Background: an optimization exercise with open tools, aiming at small area, a short achievable clock period and few clock cycles per item. Do not read the settings as production practice. Function was checked by simulation only, so behaviour that the tests miss may differ from the original.

## flow/design.v (module list and top-level ports; edited modules follow where they fit)
// module fp32_mul: 94 lines
// module mul24: 977 lines
// module fp32_add: 82 lines
// module therm_lane: 112 lines
module therm_lane (
    input  wire         clk,
    input  wire         rst,
    input  wire         in_valid,
    output wire         in_ready,
    input  wire [127:0] in_a,       
    input  wire [127:0] in_c,       
    input  wire [127:0] in_theta,   
    input  wire [31:0]  in_p,       
    input  wire [31:0]  in_tref,    
    output wire         out_valid,
    input  wire         out_ready,
    output wire [127:0] out_theta,  
    output wire [31:0]  out_tj      
);
  // ...
==> flow/flow/run.sh <==
#!/bin/bash
# The standard layout, with timing repair aiming for a setup slack of
# MARGIN ns at the design's clock period, and the smallest buffer on the ports.
set -euo pipefail
MARGIN=11
bash standard.sh SETUP_SLACK_MARGIN=$MARGIN \
    "BUFFER_PORTS_ARGS=-buffer_cell sky130_fd_sc_hd__buf_1" finish > standard.log 2>&1
==> flow/standard.sh <==
#!/bin/bash
# synth_recipe.tcl (not shown) runs the flow's synth.tcl, then flattens the netlist and writes it again
# the make line also repeats each setting of config.mk as NAME=value (left out here)
make -C /OpenROAD-flow-scripts/flow DESIGN_CONFIG=/design/flow/config.mk WORK_HOME=/design/flow/orfs CLKGATE_MAP_FILE= SYNTH_SCRIPT=/design/flow/synth_recipe.tcl "${@:-finish}"
==> flow/config.mk <==
export PLATFORM = sky130hd
export DESIGN_NAME = therm_lane
export DESIGN_NICKNAME = therm_lane
export VERILOG_FILES = /design/flow/design.v
export SDC_FILE = /design/flow/constraint.sdc
export NUM_CORES = 4
export LEC_CHECK = 0
export ABC_AREA = 1
export CAP_MARGIN = 20
export CORE_MARGIN = 2
export CORE_UTILIZATION = 40
export PLACE_DENSITY = 0.6
export SLEW_MARGIN = 20
==> flow/constraint.sdc <==
create_clock -name core_clock -period 18.0 [get_ports {clk}]
set_input_delay 3.6000 -clock core_clock [delete_from_list [all_inputs] [get_ports {clk}]]
set_output_delay 3.6000 -clock core_clock [all_outputs]
set_load 0.01 [all_outputs]
==> impl_metrics.py, run 1 <==
metrics = {
    "outcome": {
        "outcome": "timing/DRC/antenna clean",
    },
    "layout": {
        "largest_class": "multi-input gates",
        "multi_input_area_share_pct": 54.4,
        "final-clk-cell-share_pct": 3.12,
        "antenna_cells": 17,
        "signal_buffers": 977,
        "synthToLayoutAreaGrowth_pct": 20.5,
    },
    "route": {
        "met2WireLength_um": 106000,
        "finalWirelength_um": 218000,
        "ant_nets": 0,
        "via_count": 54562,
        "drt_first_pass_iters": 7,
        "top_layer_used": "met4",
        "m1WireLength_um": 80500,
    },
    "critical_path": {
        "cp_data_arrival_time_ps": 9200,
        "worstPathMaxFanout": 5,
        "timing.rr.start": "op_y[1]$_DFFE_PP_",
        "worst-path-stages": 56,
        "cp-end-kind": "flop",
    },
    "clocking": {
        "h-tree-depth": 2,
        "cts_buffers": 59,
    },
    "worst_hold_path": {
        "min_path_type": "flop to flop",
        "holdPathStages": 0,
    },
    "floorplan": {
        "io_pins": 614,
        "row_count": 134,
        "core-area_um2": 134000,
        "dieArea_um2": 138000,
        "initial_core_util_pct": 40.4,
        "taps": 1768,
        "fp.dieW_um": 372,
    },
    "grt": {
        "met1_usage_pct": 35.1,
    },
    "yosys": {
        "synth_edf_count": 509,
        "yosys_warnings": 3,
        "syn-num-nets": 8306,
        "yosys.area_share.simple_pct": 21.7,
        "ys_seq_area_share_pct": 28.8,
    },
    "sta": {
        "finalSetupTns_ps": 0,
        "max_freq_mhz": 115,
    },
    "placed_design": {
        "dp_hpwl_um": 161000,
        "io_buffers": 613,
    },
}
Testbench counts, summed over its fixed seeds: cycles 64,064, items 8,000.
==> module fp32_mul, before the edit <==
module fp32_mul (
    input  wire        clk,
    input  wire        en,
    input  wire [31:0] a,
    input  wire [31:0] b,
    output reg  [31:0] y
);
    wire        sy = a[31] ^ b[31];
    wire [7:0]  ea = a[30:23];
    wire [7:0]  eb = b[30:23];
    wire [22:0] fa = a[22:0];
    wire [22:0] fb = b[22:0];
    wire a_ez = (ea == 8'h00);
    wire b_ez = (eb == 8'h00);
    wire a_em = (ea == 8'hFF);
    wire b_em = (eb == 8'hFF);
    wire a_fz = (fa == 23'd0);
    wire b_fz = (fb == 23'd0);
    wire a_nan  = a_em & ~a_fz;
    wire b_nan  = b_em & ~b_fz;
    wire a_inf  = a_em & a_fz;
    wire b_inf  = b_em & b_fz;
    wire a_zero = a_ez & a_fz;
    wire b_zero = b_ez & b_fz;
    wire [23:0] ma = {~a_ez, fa};
    wire [23:0] mb = {~b_ez, fb};
    function [4:0] lzc24(input [23:0] m);
        integer i;
        begin
            lzc24 = 5'd24;
            for (i = 0; i < 24; i = i + 1)
                if (m[i]) lzc24 = 5'd23 - i[4:0];
        end
    endfunction
    function [4:0] tzc24(input [23:0] m);
        integer i;
        begin
            tzc24 = 5'd24;
            for (i = 23; i >= 0; i = i - 1)
                if (m[i]) tzc24 = i[4:0];
        end
    endfunction
    wire [5:0] lzs = lzc24(ma) + lzc24(mb);
    wire [5:0] tzs = tzc24(ma) + tzc24(mb);
    wire [47:0] p;
    mul24 u_m (.a(ma), .b(mb), .p(p));
    wire signed [10:0] E0 = $signed({3'b0, ea}) + $signed({10'b0, a_ez})
                          + $signed({3'b0, eb}) + $signed({10'b0, b_ez})
                          - $signed({5'b0, lzs}) - 11'sd127;
    wire        e_pos  = ~E0[10] & (E0 != 0);
    wire        e_zero = (E0 == 0);
    wire        e_gt   = ~E0[10] & (E0 > 11'sd254);
    wire        e_eq   = (E0 == 11'sd254);
    wire [10:0] nE0 = -E0;
    wire [6:0]  rs  = (E0[10] & (nE0 > 11'd48)) ? 7'd48 : (E0[10] ? nE0[6:0] : 7'd0);
    wire [7:0]  shw = 8'd24 + {1'b0, rs} - {2'b0, lzs};
    wire [6:0]  sh  = shw[7] ? 7'd0 : shw[6:0];
    wire [7:0]  tzw = {2'b0, tzs};
    wire        st23 = (tzw + 8'd1) < {1'b0, sh};
    wire        st22 = (tzw + 8'd2) < {1'b0, sh};
    wire [1:0]  cls = (a_nan | b_nan | (a_inf & b_zero) | (b_inf & a_zero)) ? 2'd1 :
                      (a_inf | b_inf) ? 2'd2 :
                      (a_zero | b_zero | (a_ez & b_ez)) ? 2'd3 : 2'd0;
    reg [47:0] p_r;
    reg        sy_r, e_pos_r, e_zero_r, e_gt_r, e_eq_r, st23_r, st22_r;
    reg [6:0]  sh_r;
    reg [7:0]  e_r;
    reg [1:0]  cls_r;
    always @(posedge clk) if (en) begin
        p_r <= p; sy_r <= sy; e_pos_r <= e_pos; e_zero_r <= e_zero;
        e_gt_r <= e_gt; e_eq_r <= e_eq; st23_r <= st23; st22_r <= st22;
        sh_r <= sh; e_r <= E0[7:0]; cls_r <= cls;
    end
    wire [71:0] tw = {p_r, 24'd0} >> sh_r;
    wire [25:0] t  = tw[47:22];               
    wire        t47 = t[25];
    wire        normal = e_pos_r | (e_zero_r & t47);
    wire        lsh = normal & ~t47;         
    wire [24:0] m   = lsh ? t[24:0] : t[25:1];    
    wire [7:0]  ef  = normal ? (e_r + {7'd0, t47}) : 8'd0;
    wire        ovf = normal & (e_gt_r | (e_eq_r & t47));
    wire        guard = m[0];
    wire        stk   = lsh ? st22_r : st23_r;
    wire        rup   = guard & (stk | m[1]);
    wire [30:0] mag   = {ef, m[23:1]} + {30'd0, rup};
    always @* begin
        case (cls_r)
            2'd1: y = 32'h7FC00000;
            2'd2: y = {sy_r, 8'hFF, 23'd0};
            2'd3: y = {sy_r, 31'd0};
            default: y = ovf ? {sy_r, 8'hFF, 23'd0} : {sy_r, mag};
        endcase
    end
endmodule
==> module fp32_add, before the edit <==
module fp32_add (
    input  wire        clk,
    input  wire        en,
    input  wire [31:0] a,
    input  wire [31:0] b,
    output reg  [31:0] y
);
    wire a_em = (a[30:23] == 8'hFF);
    wire b_em = (b[30:23] == 8'hFF);
    wire a_nan = a_em & (a[22:0] != 0);
    wire b_nan = b_em & (b[22:0] != 0);
    wire a_inf = a_em & (a[22:0] == 0);
    wire b_inf = b_em & (b[22:0] == 0);
    wire        swap = b[30:0] > a[30:0];
    wire [31:0] x    = swap ? b : a;
    wire [31:0] z    = swap ? a : b;
    wire        sx = x[31];
    wire        sub = x[31] ^ z[31];
    wire [7:0]  ex = x[30:23];
    wire [7:0]  ez = z[30:23];
    wire        xn = (ex != 0);
    wire        zn = (ez != 0);
    wire [7:0]  xx = {ex[7:1], ex[0] | ~xn};
    wire [23:0] mx = {xn, x[22:0]};
    wire [23:0] mz = {zn, z[22:0]};
    wire [7:0]  d  = ex - ez - {7'd0, zn ^ xn};
    function [4:0] tzc24(input [23:0] m);
        integer i;
        begin
            tzc24 = 5'd24;
            for (i = 23; i >= 0; i = i - 1)
                if (m[i]) tzc24 = i[4:0];
        end
    endfunction
    wire [4:0]  ds  = (d > 8'd26) ? 5'd27 : d[4:0];
    wire [26:0] mzs = {mz, 3'b000} >> ds;
    wire        st  = (d > 8'd26) ? (mz != 0) : ({1'b0, tzc24(mz)} + 6'd3 < {1'b0, ds});
    wire [26:0] mza = {mzs[26:1], mzs[0] | st};
    wire [27:0] s = sub ? ({1'b0, mx, 3'b000} - {1'b0, mza})
                        : ({1'b0, mx, 3'b000} + {1'b0, mza});
    wire [1:0]  cls = (a_nan | b_nan | (a_inf & b_inf & (a[31] != b[31]))) ? 2'd1 :
                      (a_inf | b_inf) ? 2'd2 : 2'd0;
    wire        si  = a_inf ? a[31] : b[31];
    reg [27:0] s_r;
    reg [7:0]  xx_r;
    reg        sx_r, sub_r, si_r;
    reg [1:0]  cls_r;
    always @(posedge clk) if (en) begin
        s_r <= s; xx_r <= xx; sx_r <= sx; sub_r <= sub; si_r <= si; cls_r <= cls;
    end
    function [4:0] lzc27(input [26:0] v);
        integer i;
        begin
            lzc27 = 5'd27;
            for (i = 0; i < 27; i = i + 1)
                if (v[i]) lzc27 = 5'd26 - i[4:0];
        end
    endfunction
    wire [4:0]  lz  = lzc27(s_r[26:0]);
    wire [7:0]  xm1 = xx_r - 8'd1;
    wire [4:0]  ls  = ({3'b0, lz} <= xm1) ? lz : xm1[4:0];
    wire [26:0] sl  = s_r[26:0] << ls;
    wire [26:0] sn  = s_r[27] ? {s_r[27:2], s_r[1] | s_r[0]} : sl;
    wire [8:0]  en_ = s_r[27] ? ({1'b0, xx_r} + 9'd1) : ({1'b0, xx_r} - {4'd0, ls});
    wire [7:0]  ef  = sn[26] ? en_[7:0] : 8'd0;
    wire        guard = sn[2];
    wire        stk   = sn[1] | sn[0];
    wire        rup   = guard & (stk | sn[3]);
    wire [30:0] mag   = {ef, sn[25:3]} + {30'd0, rup};
    always @* begin
        if (cls_r == 2'd1)
            y = 32'h7FC00000;
        else if (cls_r == 2'd2)
            y = {si_r, 8'hFF, 23'd0};
        else if (s_r == 28'd0)
            y = {sub_r ? 1'b0 : sx_r, 31'd0};
        else if (en_ >= 9'd255)
            y = {sx_r, 8'hFF, 23'd0};
        else
            y = {sx_r, mag};
    end
endmodule
==> inputs of run 2 (changes only) <==
--- a/flow/design.v
+++ b/flow/design.v
@@ -24,37 +24,40 @@
     wire b_zero = b_ez & b_fz;
     wire [23:0] ma = {~a_ez, fa};
     wire [23:0] mb = {~b_ez, fb};
-    function [4:0] lzc24(input [23:0] m);
-        integer i;
+    function [4:0] lzc32(input [31:0] v);
+        reg [31:0] x;
+        reg z16, z8, z4, z2;
         begin
-            lzc24 = 5'd24;
-            for (i = 0; i < 24; i = i + 1)
-                if (m[i]) lzc24 = 5'd23 - i[4:0];
+            z16 = (v[31:16] == 16'd0); x = z16 ? {v[15:0], 16'd0} : v;
+            z8  = (x[31:24] == 8'd0);  x = z8  ? {x[23:0], 8'd0}  : x;
+            z4  = (x[31:28] == 4'd0);  x = z4  ? {x[27:0], 4'd0}  : x;
+            z2  = (x[31:30] == 2'd0);  x = z2  ? {x[29:0], 2'd0}  : x;
+            lzc32 = {z16, z8, z4, z2, ~x[31]};
         end
     endfunction
-    function [4:0] tzc24(input [23:0] m);
+    function [23:0] rev24(input [23:0] m);
         integer i;
-        begin
-            tzc24 = 5'd24;
-            for (i = 23; i >= 0; i = i - 1)
-                if (m[i]) tzc24 = i[4:0];
-        end
+        for (i = 0; i < 24; i = i + 1) rev24[i] = m[23 - i];
     endfunction
-    wire [5:0] lzs = lzc24(ma) + lzc24(mb);
-    wire [5:0] tzs = tzc24(ma) + tzc24(mb);
+    wire [4:0] lza = lzc32({ma, 8'hFF});
+    wire [4:0] lzb = lzc32({mb, 8'hFF});
+    wire [4:0] lzs = a_ez ? lza : lzb;
+    wire [5:0] tzs = lzc32({rev24(ma), 8'hFF}) + lzc32({rev24(mb), 8'hFF});
     wire [47:0] p;
     mul24 u_m (.a(ma), .b(mb), .p(p));
-    wire signed [10:0] E0 = $signed({3'b0, ea}) + $signed({10'b0, a_ez})
-                          + $signed({3'b0, eb}) + $signed({10'b0, b_ez})
-                          - $signed({5'b0, lzs}) - 11'sd127;
-    wire        e_pos  = ~E0[10] & (E0 != 0);
-    wire        e_zero = (E0 == 0);
-    wire        e_gt   = ~E0[10] & (E0 > 11'sd254);
-    wire        e_eq   = (E0 == 11'sd254);
-    wire [10:0] nE0 = -E0;
-    wire [6:0]  rs  = (E0[10] & (nE0 > 11'd48)) ? 7'd48 : (E0[10] ? nE0[6:0] : 7'd0);
-    wire [7:0]  shw = 8'd24 + {1'b0, rs} - {2'b0, lzs};
-    wire [6:0]  sh  = shw[7] ? 7'd0 : shw[6:0];
+    wire signed [10:0] E1 = $signed({3'b0, ea}) + $signed({10'b0, a_ez})
+                          + $signed({3'b0, eb}) + $signed({10'b0, b_ez}) - 11'sd127;
+    wire signed [10:0] lzw = $signed({6'b0, lzs});
+    wire        e_nneg = (E1 >= lzw);                  
+    wire        e_pos  = (E1 > lzw);                   
+    wire        e_zero = (E1 == lzw);
+    wire        e_gt   = (E1 > 11'sd254);
+    wire        e_eq   = (E1 == 11'sd254);
+    wire [7:0]  e0     = E1[7:0] - {3'b0, lzs};
+    wire [6:0]  sh_p = 7'd24 - {2'b0, lzs};
+    wire signed [10:0] shn = 11'sd24 - E1;
+    wire [6:0]  sh_n = (shn > 11'sd127) ? 7'd127 : shn[6:0];
+    wire [6:0]  sh   = e_nneg ? sh_p : sh_n;
     wire [7:0]  tzw = {2'b0, tzs};
     wire        st23 = (tzw + 8'd1) < {1'b0, sh};
     wire        st22 = (tzw + 8'd2) < {1'b0, sh};
@@ -69,7 +72,7 @@
     always @(posedge clk) if (en) begin
         p_r <= p; sy_r <= sy; e_pos_r <= e_pos; e_zero_r <= e_zero;
         e_gt_r <= e_gt; e_eq_r <= e_eq; st23_r <= st23; st22_r <= st22;
-        sh_r <= sh; e_r <= E0[7:0]; cls_r <= cls;
+        sh_r <= sh; e_r <= e0; cls_r <= cls;
     end
     wire [71:0] tw = {p_r, 24'd0} >> sh_r;
     wire [25:0] t  = tw[47:22];               
@@ -1082,30 +1085,44 @@
     wire b_nan = b_em & (b[22:0] != 0);
     wire a_inf = a_em & (a[22:0] == 0);
     wire b_inf = b_em & (b[22:0] == 0);
+    function [4:0] lzc32(input [31:0] v);
+        reg [31:0] x;
+        reg z16, z8, z4, z2;
+        begin
+            z16 = (v[31:16] == 16'd0); x = z16 ? {v[15:0], 16'd0} : v;
+            z8  = (x[31:24] == 8'd0);  x = z8  ? {x[23:0], 8'd0}  : x;
+            z4  = (x[31:28] == 4'd0);  x = z4  ? {x[27:0], 4'd0}  : x;
+            z2  = (x[31:30] == 2'd0);  x = z2  ? {x[29:0], 2'd0}  : x;
+            lzc32 = {z16, z8, z4, z2, ~x[31]};
+        end
+    endfunction
+    function [23:0] rev24(input [23:0] m);
+        integer i;
+        for (i = 0; i < 24; i = i + 1) rev24[i] = m[23 - i];
+    endfunction
     wire        swap = b[30:0] > a[30:0];
     wire [31:0] x    = swap ? b : a;
     wire [31:0] z    = swap ? a : b;
     wire        sx = x[31];
-    wire        sub = x[31] ^ z[31];
-    wire [7:0]  ex = x[30:23];
-    wire [7:0]  ez = z[30:23];
-    wire        xn = (ex != 0);
-    wire        zn = (ez != 0);
-    wire [7:0]  xx = {ex[7:1], ex[0] | ~xn};
+    wire        sub = a[31] ^ b[31];
+    wire        an = (a[30:23] != 0);
+    wire        bn = (b[30:23] != 0);
+    wire        xn = swap ? bn : an;
+    wire        zn = swap ? an : bn;
+    wire [7:0]  xx = swap ? {b[30:24], b[23] | ~bn} : {a[30:24], a[23] | ~an};
     wire [23:0] mx = {xn, x[22:0]};
     wire [23:0] mz = {zn, z[22:0]};
-    wire [7:0]  d  = ex - ez - {7'd0, zn ^ xn};
-    function [4:0] tzc24(input [23:0] m);
-        integer i;
-        begin
-            tzc24 = 5'd24;
-            for (i = 23; i >= 0; i = i - 1)
-                if (m[i]) tzc24 = i[4:0];
-        end
-    endfunction
+    wire [7:0]  ax_ = {a[30:24], a[23] | ~an};
+    wire [7:0]  bx_ = {b[30:24], b[23] | ~bn};
+    wire [7:0]  dab = ax_ - bx_;
+    wire [7:0]  dba = bx_ - ax_;
+    wire [7:0]  d   = swap ? dba : dab;
+    wire [4:0]  tza = lzc32({rev24({an, a[22:0]}), 8'hFF});
+    wire [4:0]  tzb = lzc32({rev24({bn, b[22:0]}), 8'hFF});
+    wire [4:0]  tzz = swap ? tza : tzb;
     wire [4:0]  ds  = (d > 8'd26) ? 5'd27 : d[4:0];
     wire [26:0] mzs = {mz, 3'b000} >> ds;
-    wire        st  = (d > 8'd26) ? (mz != 0) : ({1'b0, tzc24(mz)} + 6'd3 < {1'b0, ds});
+    wire        st  = (d > 8'd26) ? (mz != 0) : ({1'b0, tzz} + 6'd3 < {1'b0, ds});
     wire [26:0] mza = {mzs[26:1], mzs[0] | st};
     wire [27:0] s = sub ? ({1'b0, mx, 3'b000} - {1'b0, mza})
                         : ({1'b0, mx, 3'b000} + {1'b0, mza});
@@ -1119,15 +1136,7 @@
     always @(posedge clk) if (en) begin
         s_r <= s; xx_r <= xx; sx_r <= sx; sub_r <= sub; si_r <= si; cls_r <= cls;
     end
-    function [4:0] lzc27(input [26:0] v);
-        integer i;
-        begin
-            lzc27 = 5'd27;
-            for (i = 0; i < 27; i = i + 1)
-                if (v[i]) lzc27 = 5'd26 - i[4:0];
-        end
-    endfunction
-    wire [4:0]  lz  = lzc27(s_r[26:0]);
+    wire [4:0]  lz  = lzc32({s_r[26:0], 5'b11111});
     wire [7:0]  xm1 = xx_r - 8'd1;
     wire [4:0]  ls  = ({3'b0, lz} <= xm1) ? lz : xm1[4:0];
     wire [26:0] sl  = s_r[26:0] << ls;
==> flow/flow/run.sh (replaced) <==
#!/bin/bash
# The standard layout, with timing repair aiming for a setup slack of
# MARGIN ns at the design's clock period, and the smallest buffer on the ports.
set -euo pipefail
MARGIN=11.5
bash standard.sh SETUP_SLACK_MARGIN=$MARGIN \
    "BUFFER_PORTS_ARGS=-buffer_cell sky130_fd_sc_hd__buf_1" finish > standard.log 2>&1
==> run 2 against run 1 <==
Still clean. First-iteration DRC count increased by 20%. Final cell count increased by 3.3%. Worst setup slack improved by 2100 ps. Die area increased by 2.1%. Global-route usage increased by 2.4 points. Via count increased by 5.8%. Register-to-register slack improved by 2100 ps. Sequential share of layout area decreased by 0.40 points. Design area increased by 1.7%. Maximum frequency increased by 31%. Largest cell class unchanged.
==> impl_metrics.py, run 2 <==
metrics = {
    "outcome": {
        "outcome": "timing/DRC/antenna clean",
    },
    "yosys": {
        "yosys-top-cells-count": "nand2_1 (1415), inv_1 (1070), nor2_1 (865)",
        "yosysMostFrequentCell": "nand2_1",
        "netlist_area_um2": 55300,
        "ys_seq_area_share_pct": 28.2,
        "async_reset_ff_share_pct": 0,
        "yosys.area.top_type": "edfxtp_1",
        "syn-num-nets": 8586,
        "synth_edf_count": 509,
        "yosys.area.top_type_share_pct": 27.7,
        "synth_ff_type": "edfxtp_1",
        "avgSynthCellArea_um2": 7.26,
        "synth_cell_types": 69,
        "syn_inst": 7616,
        "synth_area_leaders": "edfxtp_1 (28%), nand2_1 (9.6%), fa_1 (9.2%)",
        "yosys_warnings": 3,
        "ys_ff_latch": 523,
    },
    "clocking": {
        "insertion_delay_ps": 710,
        "clkSinkCount": 523,
        "h-tree-depth": 2,
        "clockBufferDepth": 3,
        "clkTransAtPathRegs_ps": 70,
        "cts-root-buf": "clkbuf_16",
        "cts_hold_buf": 0,
        "cts_buffers": 61,
        "cts_tree": "built",
    },
    "floorplan": {
        "dieArea_um2": 141000,
        "io_pins": 614,
        "die_h_um": 376,
        "fp.dieW_um": 376,
        "row_count": 136,
        "initial_core_util_pct": 40.2,
        "core-area_um2": 137000,
    },
    "route": {
        "via_count": 57746,
        "wire_per_inst_um": 23.8,
        "drt_first_pass_iters": 8,
        "drc": 0,
        "finalWirelength_um": 242000,
        "ant_nets": 0,
        "drt-initial-drc-count": 6076,
        "viasPerCell": 5.69,
    },
    "sta": {
        "rsz0062_at_grt": "yes",
        "setup-violations-final": 0,
        "max_freq_mhz": 151,
        "drv_slew": 0,
        "slew_headroom_pct": 22.7,
        "post-route-period-util_pct": 36.9,
        "fin_crit_ps": 6640,
        "tightest_slew_ps": 1160,
        "hold_viol": 0,
        "finalSetupTns_ps": 0,
        "hold_slack_ps": 419,
        "skew_ps": 46.8,
    },
    "grt": {
        "gr-usage-all-layers_pct": 32.4,
        "grt_pass1_vias": 54343,
        "grt_max_degree": 161,
        "antenna_found_initial": 16,
        "grt-ovfl-total": 0,
        "grt_pass1_wl_um": 346000,
    },
    "critical_path": {
        "reg2reg_slack_ps": 11360,
        "max_stage_delay_ps": 420,
        "worstPathRequired_ps": 18510,
        "cp-end-kind": "flop",
        "crit_path_top_delay_cell": "edfxtp_1",
        "cp_data_arrival_time_ps": 7160,
        "worstPathMaxFanout": 7,
        "start_kind": "flop",
        "crit_type": "flop to flop",
        "crit_top_cell": "nand2_4",
    },
    "worst_hold_path": {
        "min_path_type": "flop to flop",
    },
    "flow_run": {
        "cap_violations": 0,
    },
    "layout": {
        "nets": 9259,
        "synthToLayoutAreaGrowth_pct": 20.1,
        "regMostFlops": "oth",
        "final_common_cell": "nand2_1",
        "largest_register_ff_count": 128,
        "layout_common_cells": "nand2_1 (1308), inv_1 (1013), nor2_1 (807), buf_1 (613), o21ai_0 (553)",
        "largestRegisters": "oth: 128 flops, u_mul.p_r: 48 flops",
        "drive_gt1_share_pct": 12.4,
        "stdcell_count": 10151,
        "final_util_pct": 48.3,
    },
    "placed_design": {
        "place.gp.congestion": 0.991,
        "io_buffers": 613,
        "dp_hpwl_um": 181000,
        "dpl.cell_count": 9722,
    },
}
## run 2: cell count changes after synthesis, sizes merged, moves of 11 or more
| cell | delta |
|---|---|
| nor3 | +18 |
| a21oi | -11 |
| nand2 | +20 |
| buf | +11 |
| or2 | +11 |
| a31oi | +17 |
| xor2 | +11 |
| o21ai | +17 |
| inv | +73 |
| nand4 | +20 |
| nand3 | +105 |
## run 2: routing by layer
layer	track usage (%)	routed length (um)
met5	0	13
met4	21.5	19200
met3	4.78	18900
met2	54.0	114000
met1	38.8	89300
## run 2: path summary, 6_finish.rpt
| path | from | endpoint | depth (start not counted) |
|---|---|---|---|
| max | u_add.s_r[18]$_DFFE_PN_ | ax[0]$_DFFE_PP_ | 44 |
| min | op_k[1]$_DFFE_PN_ | a2_k[1]$_DFFE_PN_ | 0 |
| max reg2reg | u_add.s_r[18]$_DFFE_PN_ | ax[0]$_DFFE_PP_ | 44 |
| min reg2reg | op_k[1]$_DFFE_PN_ | a2_k[1]$_DFFE_PN_ | 0 |
## run 2: kinds of logic (layout without fill, tap and decap cells)
logic type | count (synthesis) | after routing | synth area share [%]
muxes | 15 | 15 | 0.272
adders and majority gates | 518 | 518 | 15.2
DFF | 523 | 523 | 28.2
and+or+nand+nor | 3005 | 3015 | 22.7
other | 0 | 15 | 0
xor gates and xnor gates | 431 | 431 | 6.83
AOI/OAI and AO/OA | 1589 | 1590 | 16.3
buffers and inverters | 1535 | 2250 | 10.6
## run 2: area by class of cell
class / instances / area, um^2
Antenna cell: 15 / 37.5
Clock buffer: 80 / 1630
Clock inverter: 36 / 397
Fill cell: 13778 / 71000
Inverter: 1124 / 4410
Multi-Input combinational cell: 5569 / 36100
Sequential cell: 523 / 15600
Tap cell: 1794 / 2240
Timing Repair Buffer: 999 / 5870
Timing Repair inverter: 11 / 90.1
## run 2: critical path: cells and delay by family (launching register included)
kind,cells,cell delay (ps)
XOR/XNOR,1,190
adder cells (fa/ha/maj),3,660
flip-flops,1,420
AO/OA/AOI/OAI,12,1870
AND/OR/NAND/NOR,20,2410
buffers and inverters,8,870
## run 2: what timing repair did
item                       4_1_cts  5_1_grt
pin swaps                       51      171
gates resized for setup        235      523
setup endpoints to repair      163      221
setup buffers                  118      149
cloned                          22        9
## run 2: metrics by stage
| stage | setup WS, ps | area (um^2) |
|---|---|---|
| after floorplan | 8240 | 55300 |
| after global placement | 9660 | 59100 |
| after detailed placement | 9550 | 59100 |
| after CTS | 11290 | 63000 |
| after global routing | 10950 | 66400 |
| final | 11360 | 66400 |
Testbench counts of run 2, summed over its fixed seeds: cycles 64,064, items 8,000.
==> inputs of run 3 (changes only) <==
--- a/flow/design.v
+++ b/flow/design.v
@@ -1124,8 +1124,7 @@
     wire [26:0] mzs = {mz, 3'b000} >> ds;
     wire        st  = (d > 8'd26) ? (mz != 0) : ({1'b0, tzz} + 6'd3 < {1'b0, ds});
     wire [26:0] mza = {mzs[26:1], mzs[0] | st};
-    wire [27:0] s = sub ? ({1'b0, mx, 3'b000} - {1'b0, mza})
-                        : ({1'b0, mx, 3'b000} + {1'b0, mza});
+    wire [27:0] s = {1'b0, mx, 3'b000} + ({1'b0, mza} ^ {28{sub}}) + {27'd0, sub};
     wire [1:0]  cls = (a_nan | b_nan | (a_inf & b_inf & (a[31] != b[31]))) ? 2'd1 :
                       (a_inf | b_inf) ? 2'd2 : 2'd0;
     wire        si  = a_inf ? a[31] : b[31];
@@ -1141,7 +1140,7 @@
     wire [4:0]  ls  = ({3'b0, lz} <= xm1) ? lz : xm1[4:0];
     wire [26:0] sl  = s_r[26:0] << ls;
     wire [26:0] sn  = s_r[27] ? {s_r[27:2], s_r[1] | s_r[0]} : sl;
-    wire [8:0]  en_ = s_r[27] ? ({1'b0, xx_r} + 9'd1) : ({1'b0, xx_r} - {4'd0, ls});
+    wire [8:0]  en_ = {1'b0, xx_r} + (s_r[27] ? 9'd1 : -{4'd0, ls});
     wire [7:0]  ef  = sn[26] ? en_[7:0] : 8'd0;
     wire        guard = sn[2];
     wire        stk   = sn[1] | sn[0];
--- a/flow/config.mk
+++ b/flow/config.mk
@@ -11,3 +11,4 @@
 export CORE_UTILIZATION = 40
 export PLACE_DENSITY = 0.6
 export SLEW_MARGIN = 20
+export TNS_END_PERCENT = 20
==> run 3 against run 2 <==
Still clean. Wire length decreased by 6.7%. Critical endpoint is now ax[18]$_DFFE_PP_. Design area down 6.1%. Register-to-register slack worse by 130 ps. Clock skew is 12 ps lower. Highest routed layer unchanged. Maximum frequency fell by 1.9%. Via count decreased by 4.8%. Flip-flop and latch count did not move.
==> impl_metrics.py, run 3 <==
metrics = {
    "route": {
        "via_count": 54993,
        "drt_first_pass_iters": 9,
        "drc": 0,
        "drt-initial-drc-count": 5720,
        "ant_nets": 0,
        "wire_per_inst_um": 23.4,
        "finalWirelength_um": 226000,
        "viasPerCell": 5.70,
    },
    "clocking": {
        "cts-root-buf": "clkbuf_16",
        "insertion_delay_ps": 680,
        "h-tree-depth": 3,
        "cts_hold_buf": 0,
        "clkSinkCount": 523,
        "clkTransAtPathRegs_ps": 70,
        "clockBufferDepth": 3,
        "cts_tree": "built",
        "cts_buffers": 67,
    },
    "floorplan": {
        "initial_core_util_pct": 40.3,
        "io_pins": 614,
        "dieArea_um2": 137000,
        "fp.dieW_um": 371,
        "die_h_um": 371,
        "core-area_um2": 133000,
        "row_count": 134,
    },
    "sta": {
        "skew_ps": 34.6,
        "setup-violations-final": 0,
        "finalSetupTns_ps": 0,
        "tightest_slew_ps": 1060,
        "drv_slew": 0,
        "max_freq_mhz": 148,
        "rsz0062_at_grt": "yes",
        "fin_crit_ps": 6770,
        "slew_headroom_pct": 28.6,
        "hold_viol": 0,
        "post-route-period-util_pct": 37.6,
    },
    "yosys": {
        "yosys-top-cells-count": "nand2_1 (1381), inv_1 (944), nor2_1 (815)",
        "synth_area_leaders": "edfxtp_1 (28%), nand2_1 (9.6%), fa_1 (9.4%)",
        "yosysMostFrequentCell": "nand2_1",
        "syn-num-nets": 8222,
        "syn_inst": 7277,
        "synth_ff_type": "edfxtp_1",
        "synth_edf_count": 509,
        "avgSynthCellArea_um2": 7.39,
        "netlist_area_um2": 53800,
        "ys_seq_area_share_pct": 28.9,
        "synth_cell_types": 72,
        "async_reset_ff_share_pct": 0,
        "ys_ff_latch": 523,
        "yosys.area.top_type_share_pct": 28.4,
        "yosys.area.top_type": "edfxtp_1",
        "yosys_warnings": 3,
    },
    "critical_path": {
        "reg2reg_depth": 50,
        "crit_type": "flop to flop",
        "cp_data_arrival_time_ps": 7170,
        "max_stage_delay_ps": 420,
        "cp-end-kind": "flop",
        "r2r_end": "ax[18]$_DFFE_PP_",
        "worstPathRequired_ps": 18400,
        "worstPathMaxFanout": 8,
        "timing.rr.start": "u_add.s_r[12]$_DFFE_PN_",
        "reg2reg_slack_ps": 11230,
        "crit_path_top_delay_cell": "edfxtp_1",
        "start_kind": "flop",
    },
    "placed_design": {
        "place.gp.congestion": 1.04,
        "place_area_um2": 57500,
        "io_buffers": 613,
        "dp_hpwl_um": 170000,
    },
    "grt": {
        "grt-ovfl-total": 0,
        "grt_max_degree": 147,
        "grt_pass1_wl_um": 331000,
        "gr-usage-all-layers_pct": 31.6,
        "antenna_found_initial": 10,
        "grt_pass1_vias": 51936,
    },
    "layout": {
        "fin_area_um2": 62300,
        "synthToLayoutAreaGrowth_pct": 15.8,
        "final_util_pct": 46.7,
        "final_common_cell": "nand2_1",
        "fill_cells": 13693,
        "multi_input_comb_area_um2": 34000,
        "largestRegisters": "oth: 128 flops, u_mul.p_r: 48 flops",
        "regMostFlops": "oth",
        "drive_gt1_share_pct": 8.52,
        "layout_common_cells": "nand2_1 (1324), inv_1 (918), nor2_1 (795), buf_1 (613), o21ai_0 (547)",
        "regArea_um2": 15600,
        "nets": 8763,
        "largest_register_ff_count": 128,
    },
    "worst_hold_path": {
        "min_path_type": "flop to flop",
        "hp-start": "sm[0]$_DFFE_PN_",
        "hold_path_end": "s1[0]$_DFFE_PN_",
        "holdPathStages": 0,
    },
    "flow_run": {
        "cap_violations": 0,
    },
    "outcome": {
        "outcome": "timing/DRC/antenna clean",
    },
}
-- run 3: cell count changes after synthesis, moves of 7 or more --
cell | before | now
nor3b_1 | 0 | 7
nor2_1 | 865 | 815
inv_1 | 1070 | 944
o21ai_0 | 623 | 588
a31oi_1 | 118 | 127
o21ai_1 | 44 | 35
a21oi_1 | 267 | 256
or2_2 | 23 | 13
nor3_1 | 66 | 46
ha_1 | 265 | 241
o31ai_1 | 10 | 45
nand2_1 | 1415 | 1381
nand3_1 | 475 | 417
-- run 3: metal layers --
metal	share of wire (%)	up-vias	track usage, %
li1	-	25407	-
met1	41	26121	41.6
met2	46	2933	51.3
met3	8.9	526	5.81
met4	4.5	6	12.5
met5	0.020	-	0
-- run 3: critical path: cells and delay by family, from the launching register on --
kind	cells	cell delay, ps
and+or+nand+nor	26	2520
xor gates and xnor gates	1	130
DFF	1	420
adders and majority gates	3	650
AOI/OAI and AO/OA	8	1270
buffers and inverters	12	1490
-- run 3: repair_timing --
item                       in CTS  in global routing
setup endpoints to repair     151                238
resized for setup             134                229
cloned                          6                  8
pin swaps                      56                 68
setup buffers                  68                 73
-- run 3: how the worst max path moves through the flow --
stage                            start                to
4_1_cts        u_add.s_r[26]$_DFFE_PN_  ax[16]$_DFFE_PP_
5_1_grt        u_add.s_r[22]$_DFFE_PN_  ax[14]$_DFFE_PP_
6_report       u_add.s_r[12]$_DFFE_PN_  ax[18]$_DFFE_PP_
3_3_place_gp   u_add.s_r[12]$_DFFE_PN_  ax[15]$_DFFE_PP_
2_1_floorplan                out_ready   ov_r$_SDFF_PP0_
3_5_place_dp   u_add.s_r[12]$_DFFE_PN_  ax[15]$_DFFE_PP_
-- run 3: cells by family (layout without fill, tap and decap cells) --
family	Yosys count	count (layout)	synth area share, %
buf+inv	1402	1989	10.0
xor+xnor	434	434	7.07
other cells	0	5	0
flops	523	523	28.9
compound gates	1570	1570	16.7
mux	19	19	0.354
simple gates	2836	2844	21.9
fa+ha+maj	493	493	15.0
-- run 3: stage by stage --
stage	setup WS (ps)	hold WS, ps	instances
3_5_place_dp	9310	408	9362
6_report	11230	408	9645
2_1_floorplan	8240	400	7277
4_1_cts	11390	404	9559
3_3_place_gp	9410	403	9362
5_1_grt	10860	419	9644
-- run 3: final cells by class --
cell class,count,area share (%)
Antenna cell,5,0.0201
Inverter,1003,6.27
Timing Repair inverter,2,0.0281
Multi-Input combinational cell,5360,54.5
Clock inverter,42,0.621
Clock buffer,81,2.84
Sequential cell,523,25.0
Timing Repair Buffer,861,7.13
Tap cell,1768,3.55
Testbench counts of run 3, summed over its fixed seeds: cycles 64,064, items 8,000.
==> inputs of run 4 (changes only) <==
--- a/flow/config.mk
+++ b/flow/config.mk
@@ -8,7 +8,7 @@
 export ABC_AREA = 1
 export CAP_MARGIN = 20
 export CORE_MARGIN = 2
-export CORE_UTILIZATION = 40
-export PLACE_DENSITY = 0.6
+export CORE_UTILIZATION = 70
+export PLACE_DENSITY = 0.85
 export SLEW_MARGIN = 20
 export TNS_END_PERCENT = 20
==> run 4 against run 3 <==
The flow now stops in global routing. Synthesized area stayed put. Synthesized cell count stayed put.
==> impl_metrics.py, run 4 <==
metrics = {
    "yosys": {
        "syn_inst": 7277,
        "yosysMostFrequentCell": "nand2_1",
        "ys_ff_latch": 523,
        "ys_seq_area_share_pct": 28.9,
        "yosys_warnings": 3,
        "avgSynthCellArea_um2": 7.39,
        "netlist_area_um2": 53800,
        "syn-num-nets": 8222,
        "synth_cell_types": 72,
        "synth_edf_count": 509,
        "synth_ff_type": "edfxtp_1",
        "async_reset_ff_share_pct": 0,
        "yosys-top-cells-count": "nand2_1 (1381), inv_1 (944), nor2_1 (815)",
        "yosys.area.top_type": "edfxtp_1",
        "synth_area_leaders": "edfxtp_1 (28%), nand2_1 (9.6%), fa_1 (9.4%)",
        "yosys.area.top_type_share_pct": 28.4,
    },
    "grt": {
        "gr-usage-all-layers_pct": 61.7,
        "grt-ovfl-total": 9,
        "grt_max_degree": 162,
        "grt_pass1_wl_um": 360000,
        "grt_pass1_vias": 60726,
    },
    "floorplan": {
        "io_pins": 614,
        "row_count": 101,
        "initial_core_util_pct": 70.8,
        "fp.dieW_um": 281,
        "die_h_um": 281,
    },
    "outcome": {
        "outcome": "did not finish",
        "stop_stage": "global routing",
        "tool.error": "[ERROR GRT-0116] Global routing finished with congestion. Check the congestion regions in the DRC Viewer.",
    },
    "clocking": {
        "clockBufferDepth": 3,
        "cts-root-buf": "clkbuf_16",
        "cts_buffers": 55,
        "h-tree-depth": 2,
        "cts_hold_buf": 0,
        "clkSinkCount": 523,
    },
    "placed_design": {
        "dp_hpwl_um": 167000,
        "place.gp.congestion": 1.18,
        "io_buffers": 613,
        "dpl.cell_count": 8612,
    },
}
==> run 4: cell counts after synthesis <==
Identical to the previous run, type by type.
==> run 4: logic make-up after synthesis <==
logic type	Yosys count	share of synthesized area, %
AOI/OAI and AO/OA	1570	16.7
xor gates and xnor gates	434	7.07
adders and majority gates	493	15.0
buffers and inverters	1402	10.0
DFF	523	28.9
muxes	19	0.354
and+or+nand+nor	2836	21.9
==> run 4: worst min-delay path by stage <==
| stage | cells after the start | slack (ps) | start | end |
|---|---|---|---|---|
| floorplan | 0 | 400 | op_k[0]$_DFFE_PN_ | a2_k[0]$_DFFE_PN_ |
| global placement | 0 | 400 | sm[0]$_DFFE_PN_ | s1[0]$_DFFE_PN_ |
| detailed placement | 0 | 400 | op_k[0]$_DFFE_PN_ | a2_k[0]$_DFFE_PN_ |
| CTS | 0 | 410 | sm[0]$_DFFE_PN_ | s1[0]$_DFFE_PN_ |
==> run 4: what timing repair did <==
item	CTS
gates cloned	14
setup endpoints to repair	201
setup buffers	60
pin swaps	20
gates resized for setup	116
==> run 4: layer usage <==
layer	GRT usage [%]	overflow
met1	59.9	1
met2	84.3	4
met3	41.0	1
met4	61.2	3
met5	15.8	0
==> run 4: stage by stage <==
| stage | setup WS [ps] | cell area, um^2 |
|---|---|---|
| floorplan | 8240 | 53800 |
| global placement | 10220 | 56500 |
| detailed placement | 9920 | 56500 |
| CTS | 11310 | 59400 |
==> inputs of run 5 (changes only) <==
--- a/flow/config.mk
+++ b/flow/config.mk
@@ -8,7 +8,7 @@
 export ABC_AREA = 1
 export CAP_MARGIN = 20
 export CORE_MARGIN = 2
-export CORE_UTILIZATION = 70
-export PLACE_DENSITY = 0.85
+export CORE_UTILIZATION = 50
+export PLACE_DENSITY = 0.68
 export SLEW_MARGIN = 20
-export TNS_END_PERCENT = 20
+export TNS_END_PERCENT = 5
==> run 5 against run 4 <==
Synthesized cell count is the same. Synthesized area unchanged. The run now finishes clean.
==> impl_metrics.py, run 5 <==
metrics = {
    "outcome": {
        "outcome": "timing/DRC/antenna clean",
    },
    "layout": {
        "largest_register_ff_count": 128,
        "fin_area_um2": 62700,
        "synthToLayoutAreaGrowth_pct": 16.6,
        "layout_common_cells": "nand2_1 (1329), inv_1 (906), nor2_1 (779), buf_1 (613), o21ai_0 (540)",
        "stdcell_count": 9332,
        "regMostFlops": "oth",
        "nets": 8824,
        "drive_gt1_share_pct": 10.1,
        "largestRegisters": "oth: 128 flops, u_mul.p_r: 48 flops",
        "final_common_cell": "nand2_1",
    },
    "sta": {
        "drv_slew": 0,
        "hold_viol": 0,
        "post-route-period-util_pct": 38.7,
        "skew_ps": 58.5,
        "setup-violations-final": 0,
        "tightest_slew_ps": 1080,
        "max_freq_mhz": 143,
        "finalSetupTns_ps": 0,
        "slew_headroom_pct": 27.3,
        "rsz0062_at_grt": "yes",
        "fin_crit_ps": 6970,
    },
    "placed_design": {
        "place_area_um2": 57100,
        "dpl.cell_count": 8996,
        "io_buffers": 613,
        "place.gp.congestion": 1.05,
        "dp_hpwl_um": 167000,
    },
    "critical_path": {
        "reg2reg_depth": 47,
        "reg2reg_slack_ps": 11030,
        "worst-path-stages": 47,
        "cp-end-kind": "flop",
        "crit_type": "flop to flop",
        "cp_data_arrival_time_ps": 7400,
        "max_stage_delay_ps": 540,
        "crit_path_top_delay_cell": "edfxtp_1",
        "r2r_end": "ax[8]$_DFFE_PP_",
        "start_kind": "flop",
        "timing.rr.start": "u_add.s_r[19]$_DFFE_PN_",
        "worst-path-buf-inv": 10,
        "crit_family": "simple AND/OR/NAND/NOR gates",
        "worstPathMaxFanout": 7,
        "crit_top_cell": "nand2_4",
        "worstPathRequired_ps": 18430,
    },
    "route": {
        "via_count": 56080,
        "wire_per_inst_um": 24.1,
        "drt-initial-drc-count": 6516,
        "finalWirelength_um": 225000,
        "drt_first_pass_iters": 6,
        "drc": 0,
        "ant_nets": 0,
        "viasPerCell": 6.01,
    },
    "yosys": {
        "synth_area_leaders": "edfxtp_1 (28%), nand2_1 (9.6%), fa_1 (9.4%)",
        "synth_ff_type": "edfxtp_1",
        "synth_cell_types": 72,
        "avgSynthCellArea_um2": 7.39,
        "yosys-top-cells-count": "nand2_1 (1381), inv_1 (944), nor2_1 (815)",
        "ys_ff_latch": 523,
        "yosys_warnings": 3,
        "syn_inst": 7277,
        "yosys.area.top_type": "edfxtp_1",
        "synth_edf_count": 509,
        "ys_seq_area_share_pct": 28.9,
        "yosysMostFrequentCell": "nand2_1",
        "async_reset_ff_share_pct": 0,
        "syn-num-nets": 8222,
        "netlist_area_um2": 53800,
        "yosys.area.top_type_share_pct": 28.4,
    },
    "clocking": {
        "cts_buffers": 58,
        "clkTransAtPathRegs_ps": 70,
        "h-tree-depth": 2,
        "cts-root-buf": "clkbuf_16",
        "clockBufferDepth": 3,
        "insertion_delay_ps": 690,
        "clkSinkCount": 523,
        "cts_tree": "built",
    },
    "floorplan": {
        "core-area_um2": 107000,
        "initial_core_util_pct": 50.3,
        "fp.dieW_um": 332,
        "io_pins": 614,
        "row_count": 120,
        "dieArea_um2": 110000,
        "die_h_um": 332,
    },
    "worst_hold_path": {
        "min_path_type": "flop to flop",
        "hp-start": "op_k[1]$_DFFE_PN_",
        "holdPathStages": 0,
        "hold_path_end": "a2_k[1]$_DFFE_PN_",
    },
    "grt": {
        "gr-usage-all-layers_pct": 39.0,
        "antenna_found_initial": 5,
        "grt_pass1_wl_um": 330000,
        "grt-ovfl-total": 0,
        "grt_pass1_vias": 53477,
        "grt_max_degree": 143,
    },
    "flow_run": {
        "cap_violations": 0,
    },
}
## run 5: stage by stage
stage / setup slack, ps / utilization, % / hold slack [ps]
2_1_floorplan: 8240 / - / 400
3_3_place_gp: 8810 / 53.4 / 406
3_5_place_dp: 8840 / 53.4 / 407
4_1_cts: 11070 / 56.8 / 421
5_1_grt: 10730 / 58.6 / 426
6_report: 11030 / 58.6 / 419
## run 5: how the worst max path moves through the flow
stage / startpoint / end / slack (ps)
CTS: op_y[1]$_DFFE_PP_ / u_mul.p_r[46]$_DFFE_PN_ / 11070
floorplan: out_ready / ov_r$_SDFF_PP0_ / 8240
detailed placement: u_add.s_r[12]$_DFFE_PN_ / ax[9]$_DFFE_PP_ / 8840
finish: u_add.s_r[19]$_DFFE_PN_ / ax[8]$_DFFE_PP_ / 11030
global route: u_add.s_r[19]$_DFFE_PN_ / ax[3]$_DFFE_PP_ / 10730
global placement: u_add.s_r[12]$_DFFE_PN_ / ax[9]$_DFFE_PP_ / 8810
## run 5: area by class of cell
cell class,count,area (um^2)
antenna,3,7.51
clock buffer,67,1500
clock inverter,40,428
fill,10087,44200
inverter,1003,3930
multi-input combinational,5361,34300
sequential,523,15600
tap,1403,1760
timing repair buffer,922,5080
timing repair inverter,10,72.6
## run 5: metal layers
layer / wire (um) / global-route usage, % / vias up
met5: 12 / 0 / -
met4: 19200 / 26.7 / 2
met1: 82400 / 47.1 / 26164
li1: - / - / 25561
met2: 101000 / 63.2 / 3512
met3: 22200 / 7.61 / 841
## run 5: what timing repair did
action / 4_1_cts / 5_1_grt
pin swaps: 66 / 104
setup buffers: 105 / 94
resized for setup: 187 / 299
hold buffers: 0 / 0
endpoints found under the setup margin: 305 / 285
cloned: 15 / 12
## run 5: kinds of logic after synthesis
logic type,share of synthesized area [%]
buffers and inverters,10.0
AND/OR/NAND/NOR,21.9
XOR/XNOR,7.07
adder cells (fa/ha/maj),15.0
multiplexers,0.354
flip-flops,28.9
AO/OA/AOI/OAI,16.7

==> what the ideal ports hide <==
The flow's constraints put no driver on any port. The routed layouts listed below were extracted and timed again, unchanged, in two steps. Step 1 sets driving cells, clkbuf_16 on the clock port and buf_2 on the other inputs (assumed; they add their load-dependent delay and slew). Step 2 also shifts input and output timing later by t, the mid clock arrival at the registers, as if the neighbouring blocks saw the same clock. Three values: ideal, step 1, step 2; two values: the first two.
| run | t (ns) | setup WS [ns] | worst register clock-pin slew, ns | worst slew at a driven data input, ns |
|---|---|---|---|---|
| run 1 | 0.754 | 9.284 / 9.284 / 9.284 | 0.08 / 0.08 | 0.18 |
| run 2 | 0.764 | 11.357 / 11.357 / 11.093 | 0.07 / 0.07 | 0.21 |
| run 3 | 0.724 | 11.228 / 11.228 / 10.858 | 0.07 / 0.07 | 0.23 |
| run 5 | 0.746 | 11.027 / 11.027 / 10.426 | 0.07 / 0.07 | 0.13 |
After both steps every run listed still meets setup and hold. The setup slack of run 5, which loses most, moves by 0.000 ns with the drivers and by -0.601 ns with both steps.
